Context: an optimization exercise on an open-source flow, tuned for small area, a short achievable clock period and few clock cycles per item. The choices shown serve that exercise and are no tape-out recipe. At most, simulation tests tie the RTL to the original design; equivalence was not proved.

==> flow/design.v <==
module sha256_blk (
    input  wire         clk,
    input  wire         rst,           
    input  wire         in_valid,
    output reg          in_ready,
    input  wire         in_first,      
    input  wire [511:0] in_block,      
    output reg          out_valid,     
    output wire [255:0] digest         
);
    function [31:0] rotr;
        input [31:0] x;
        input integer n;
        begin
            rotr = (x >> n) | (x << (32 - n));
        end
    endfunction
    localparam [255:0] IV = {32'h6a09e667, 32'hbb67ae85, 32'h3c6ef372, 32'ha54ff53a,
                             32'h510e527f, 32'h9b05688c, 32'h1f83d9ab, 32'h5be0cd19};
    reg  [31:0] a, b, c, d, e, f, g, h;
    reg  [31:0] HA0, HA1, HA2, HA3;    
    reg  [31:0] HE0, HE1, HE2, HE3;    
    reg  [31:0] W [0:15];              
    reg  [31:0] hkw;                   
    reg  [31:0] kreg;                  
    reg  [6:0]  cnt;
    reg         pre;        
    reg         rnd;        
    reg         run;        
    reg         fin;        
    reg         ldiv;       
    reg         curfirst;   
    reg         finfirst;   
    reg  [1:0]  ph;         
    assign digest = {HA3, HA2, HA1, HA0, HE3, HE2, HE1, HE0};
    reg [31:0] k_c;
    always @(*) begin
        case (cnt)
            7'd0: k_c = 32'h428a2f98;
            7'd1: k_c = 32'h71374491;
            7'd2: k_c = 32'hb5c0fbcf;
            7'd3: k_c = 32'he9b5dba5;
            7'd4: k_c = 32'h3956c25b;
            7'd5: k_c = 32'h59f111f1;
            7'd6: k_c = 32'h923f82a4;
            7'd7: k_c = 32'hab1c5ed5;
            7'd8: k_c = 32'hd807aa98;
            7'd9: k_c = 32'h12835b01;
            7'd10: k_c = 32'h243185be;
            7'd11: k_c = 32'h550c7dc3;
            7'd12: k_c = 32'h72be5d74;
            7'd13: k_c = 32'h80deb1fe;
            7'd14: k_c = 32'h9bdc06a7;
            7'd15: k_c = 32'hc19bf174;
            7'd16: k_c = 32'he49b69c1;
            7'd17: k_c = 32'hefbe4786;
            7'd18: k_c = 32'h0fc19dc6;
            7'd19: k_c = 32'h240ca1cc;
            7'd20: k_c = 32'h2de92c6f;
            7'd21: k_c = 32'h4a7484aa;
            7'd22: k_c = 32'h5cb0a9dc;
            7'd23: k_c = 32'h76f988da;
            7'd24: k_c = 32'h983e5152;
            7'd25: k_c = 32'ha831c66d;
            7'd26: k_c = 32'hb00327c8;
            7'd27: k_c = 32'hbf597fc7;
            7'd28: k_c = 32'hc6e00bf3;
            7'd29: k_c = 32'hd5a79147;
            7'd30: k_c = 32'h06ca6351;
            7'd31: k_c = 32'h14292967;
            7'd32: k_c = 32'h27b70a85;
            7'd33: k_c = 32'h2e1b2138;
            7'd34: k_c = 32'h4d2c6dfc;
            7'd35: k_c = 32'h53380d13;
            7'd36: k_c = 32'h650a7354;
            7'd37: k_c = 32'h766a0abb;
            7'd38: k_c = 32'h81c2c92e;
            7'd39: k_c = 32'h92722c85;
            7'd40: k_c = 32'ha2bfe8a1;
            7'd41: k_c = 32'ha81a664b;
            7'd42: k_c = 32'hc24b8b70;
            7'd43: k_c = 32'hc76c51a3;
            7'd44: k_c = 32'hd192e819;
            7'd45: k_c = 32'hd6990624;
            7'd46: k_c = 32'hf40e3585;
            7'd47: k_c = 32'h106aa070;
            7'd48: k_c = 32'h19a4c116;
            7'd49: k_c = 32'h1e376c08;
            7'd50: k_c = 32'h2748774c;
            7'd51: k_c = 32'h34b0bcb5;
            7'd52: k_c = 32'h391c0cb3;
            7'd53: k_c = 32'h4ed8aa4a;
            7'd54: k_c = 32'h5b9cca4f;
            7'd55: k_c = 32'h682e6ff3;
            7'd56: k_c = 32'h748f82ee;
            7'd57: k_c = 32'h78a5636f;
            7'd58: k_c = 32'h84c87814;
            7'd59: k_c = 32'h8cc70208;
            7'd60: k_c = 32'h90befffa;
            7'd61: k_c = 32'ha4506ceb;
            7'd62: k_c = 32'hbef9a3f7;
            7'd63: k_c = 32'hc67178f2;
            default: k_c = 32'h0;
        endcase
    end
    reg  [15:0] wsel;
    reg  [31:0] w_in;
    integer j;
    always @(*) begin
        w_in = 32'h0;
        for (j = 0; j < 16; j = j + 1)
            w_in = w_in | (in_block[511 - 32*j -: 32] & {32{wsel[j]}});
    end
    wire [1:0]  k4 = {~cnt[1], cnt[0]};
    reg  [31:0] iva, ive;
    always @(*) begin
        case (k4)
            2'd0: begin iva = IV[159:128]; ive = IV[31:0];  end
            2'd1: begin iva = IV[191:160]; ive = IV[63:32]; end
            2'd2: begin iva = IV[223:192]; ive = IV[95:64]; end
            default: begin iva = IV[255:224]; ive = IV[127:96]; end
        endcase
    end
    wire        addh = pre & fin;
    wire [31:0] ha_in = addh ? (finfirst ? iva : HA0) : 32'h0;
    wire [31:0] he_in = addh ? (finfirst ? ive : HE0) : 32'h0;
    wire [31:0] fa = ha_in + d;
    wire [31:0] fe = he_in + h;
    wire [31:0] S1  = rotr(e, 6) ^ rotr(e, 11) ^ rotr(e, 25);
    wire [31:0] ch  = (e & f) ^ (~e & g);
    wire [31:0] S0  = rotr(a, 2) ^ rotr(a, 13) ^ rotr(a, 22);
    wire [31:0] maj = (a & b) ^ (a & c) ^ (b & c);
    wire [31:0] S1b  = rotr(e, 25) ^ rotr(e, 6) ^ rotr(e, 11);
    wire [31:0] S0b  = rotr(a, 22) ^ rotr(a, 2) ^ rotr(a, 13);
    wire [31:0] majb = (a & (b | c)) | (b & c);
    wire [31:0] p_s  = hkw ^ S1 ^ ch;
    wire [31:0] p_sb = hkw ^ S1b ^ ch;
    wire [31:0] p_c  = {(hkw[30:0] & S1b[30:0]) | (hkw[30:0] & ch[30:0]) | (S1b[30:0] & ch[30:0]), 1'b0};
    wire [31:0] q_s  = p_s ^ p_c ^ S0;
    wire [31:0] q_c  = {(p_s[30:0] & p_c[30:0]) | (p_s[30:0] & S0b[30:0]) | (p_c[30:0] & S0b[30:0]), 1'b0};
    wire [31:0] r_s  = q_s ^ q_c ^ maj;
    wire [31:0] r_c  = {(q_s[30:0] & q_c[30:0]) | (q_s[30:0] & majb[30:0]) | (q_c[30:0] & majb[30:0]), 1'b0};
    wire [31:0] u_s  = p_s ^ p_c ^ d;
    wire [31:0] u_c  = {(p_sb[30:0] & p_c[30:0]) | (p_sb[30:0] & d[30:0]) | (p_c[30:0] & d[30:0]), 1'b0};
    wire [31:0] an   = r_s + r_c;
    wire [31:0] en   = u_s + u_c;
    wire [31:0] s0  = rotr(W[1], 7) ^ rotr(W[1], 18) ^ (W[1] >> 3);
    wire [31:0] s1  = rotr(W[14], 17) ^ rotr(W[14], 19) ^ (W[14] >> 10);
    wire [31:0] wn  = s1 + W[9] + s0 + W[0];
    integer k;
    always @(posedge clk) begin
        if (rnd) begin
            a <= an;
            e <= en;
        end else if (pre & ldiv) begin
            a <= iva;
            e <= ive;
        end else begin
            a <= fa;
            e <= fe;
        end
        b <= a; c <= b; d <= c;
        f <= e; g <= f; h <= g;
        HA3 <= addh ? fa : HA0;
        HA2 <= HA3; HA1 <= HA2; HA0 <= HA1;
        HE3 <= addh ? fe : HE0;
        HE2 <= HE3; HE1 <= HE2; HE0 <= HE1;
        for (k = 0; k < 15; k = k + 1)
            W[k] <= W[k + 1];
        W[15] <= (cnt[6:4] == 3'd0) ? w_in : wn;
        wsel  <= (cnt == 7'd127) ? 16'h0001 : {wsel[14:0], 1'b0};
        kreg <= k_c;
        hkw  <= g + kreg + W[15];
        cnt <= cnt + 7'd1;
        if (rst) begin
            pre       <= 1'b0;
            rnd       <= 1'b0;
            run       <= 1'b0;
            fin       <= 1'b0;
            ldiv      <= 1'b0;
            ph        <= 2'd0;
            in_ready  <= 1'b0;
            out_valid <= 1'b0;
        end else begin
            out_valid <= addh & (cnt == 7'd1);
            in_ready  <= rnd & (cnt == 7'd14);
            if (pre) begin
                if (cnt == 7'd1) begin
                    pre <= 1'b0;
                    fin <= 1'b0;
                    rnd <= run;
                    ph  <= 2'd0;
                end
            end else if (rnd) begin
                if (cnt == 7'd65) begin
                    rnd      <= 1'b0;
                    pre      <= 1'b1;
                    fin      <= 1'b1;
                    finfirst <= curfirst;
                    run      <= in_valid;
                    ldiv     <= in_valid & in_first;
                    curfirst <= in_first;
                    cnt      <= 7'd126;
                end
            end else begin
                ph <= ph + 2'd1;
                if (in_valid && (in_first || ph == 2'd3)) begin
                    pre      <= 1'b1;
                    run      <= 1'b1;
                    ldiv     <= in_first;
                    curfirst <= in_first;
                    cnt      <= 7'd126;
                end
            end
        end
    end
endmodule
export LEC_CHECK = 0
export CAP_MARGIN = 20
export CORE_MARGIN = 2
export CORE_UTILIZATION = 50
export CTS_CLUSTER_DIAMETER = 80
export CTS_CLUSTER_SIZE = 24
export SLEW_MARGIN = 20
create_clock -name core_clock -period 12.0 [get_ports {clk}]
standard.sh (not shown) runs the stock make flow with config.mk's settings and CLKGATE_MAP_FILE= SYNTH_SCRIPT=/design/flow/synth_recipe.tcl, a recipe that flattens the netlist after the stock synthesis.
==> flow/flow/run.sh <==
#!/bin/bash
# Standard ORFS flow (the standard.sh, unchanged synthesis), with:
#  - the port buffers made from the smallest buffer cell (buf_1) instead of
#    the default choice; every input and output still gets its own buffer;
set -euo pipefail
export BUFFER_PORTS_ARGS="-buffer_cell sky130_fd_sc_hd__buf_1"
export SETUP_SLACK_MARGIN=${MARGIN:-7.5}
bash standard.sh > standard.log 2>&1
Then changed:
--- a/flow/design.v
+++ b/flow/design.v
@@ -130,20 +130,16 @@
     wire [31:0] ch  = (e & f) ^ (~e & g);
     wire [31:0] S0  = rotr(a, 2) ^ rotr(a, 13) ^ rotr(a, 22);
     wire [31:0] maj = (a & b) ^ (a & c) ^ (b & c);
-    wire [31:0] S1b  = rotr(e, 25) ^ rotr(e, 6) ^ rotr(e, 11);
-    wire [31:0] S0b  = rotr(a, 22) ^ rotr(a, 2) ^ rotr(a, 13);
-    wire [31:0] majb = (a & (b | c)) | (b & c);
-    wire [31:0] p_s  = hkw ^ S1 ^ ch;
-    wire [31:0] p_sb = hkw ^ S1b ^ ch;
-    wire [31:0] p_c  = {(hkw[30:0] & S1b[30:0]) | (hkw[30:0] & ch[30:0]) | (S1b[30:0] & ch[30:0]), 1'b0};
-    wire [31:0] q_s  = p_s ^ p_c ^ S0;
-    wire [31:0] q_c  = {(p_s[30:0] & p_c[30:0]) | (p_s[30:0] & S0b[30:0]) | (p_c[30:0] & S0b[30:0]), 1'b0};
-    wire [31:0] r_s  = q_s ^ q_c ^ maj;
-    wire [31:0] r_c  = {(q_s[30:0] & q_c[30:0]) | (q_s[30:0] & majb[30:0]) | (q_c[30:0] & majb[30:0]), 1'b0};
-    wire [31:0] u_s  = p_s ^ p_c ^ d;
-    wire [31:0] u_c  = {(p_sb[30:0] & p_c[30:0]) | (p_sb[30:0] & d[30:0]) | (p_c[30:0] & d[30:0]), 1'b0};
-    wire [31:0] an   = r_s + r_c;
-    wire [31:0] en   = u_s + u_c;
+    wire [31:0] p_s = hkw ^ S1 ^ ch;
+    wire [31:0] p_c = {(hkw[30:0] & S1[30:0]) | (hkw[30:0] & ch[30:0]) | (S1[30:0] & ch[30:0]), 1'b0};
+    wire [31:0] q_s = p_s ^ p_c ^ S0;
+    wire [31:0] q_c = {(p_s[30:0] & p_c[30:0]) | (p_s[30:0] & S0[30:0]) | (p_c[30:0] & S0[30:0]), 1'b0};
+    wire [31:0] r_s = q_s ^ q_c ^ maj;
+    wire [31:0] r_c = {(q_s[30:0] & q_c[30:0]) | (q_s[30:0] & maj[30:0]) | (q_c[30:0] & maj[30:0]), 1'b0};
+    wire [31:0] u_s = p_s ^ p_c ^ d;
+    wire [31:0] u_c = {(p_s[30:0] & p_c[30:0]) | (p_s[30:0] & d[30:0]) | (p_c[30:0] & d[30:0]), 1'b0};
+    wire [31:0] an  = r_s + r_c;
+    wire [31:0] en  = u_s + u_c;
     wire [31:0] s0  = rotr(W[1], 7) ^ rotr(W[1], 18) ^ (W[1] >> 3);
     wire [31:0] s1  = rotr(W[14], 17) ^ rotr(W[14], 19) ^ (W[14] >> 10);
     wire [31:0] wn  = s1 + W[9] + s0 + W[0];
=> Die area decreases slightly; via count shrinks by a little under a tenth; worst setup slack is worse by 0.17 ns; synthesized cell count came out lower by a few percent; wire length falls by roughly a tenth; clock-buffer cell count is higher by 2; global-route usage went down by 3.9 points; worst hold slack stays flat; final cell count falls by a few percent; area after synthesis shrinks slightly.
Testbench counts after the change, summed over its fixed seeds: cycles 39,488, blocks 580.
Function not checked in the first run of this note: the RTL went through the layout flow alone.

==> afterwards: timing with drivers on the ports <==
How much do the figures lean on ideal ports? The routed layouts below were timed once more, with nothing changed but the port constraints. Step 1: set_driving_cell puts a clkbuf_16 on clk and a buf_2 on each other input, an assumption about the parent block. Step 2 adds t to the input delays and takes it off the output delays; t is the mean of the earliest and latest rising clock arrival at the registers after step 1. Input paths then give back, and output paths get back, about the clock's delay inside the block. Slacks: ideal ports / drivers / drivers and shift; pairs: ideal ports / drivers.
| run | shift t [ns] | setup WS [ns] | latest minus earliest clock arrival (ns) | slew at the worst register clock pin (ns) |
|---|---|---|---|---|
| the first run | 0.772 | 7.249 / 7.249 / 6.825 | 0.079 / 0.078 | 0.12 / 0.12 |
| the second run | 0.736 | 7.078 / 7.078 / 7.078 | 0.061 / 0.061 | 0.10 / 0.10 |
After both steps every run listed still meets setup and hold. The setup slack of the first run, which loses most, moves by 0.000 ns with the drivers and by -0.424 ns with both steps.
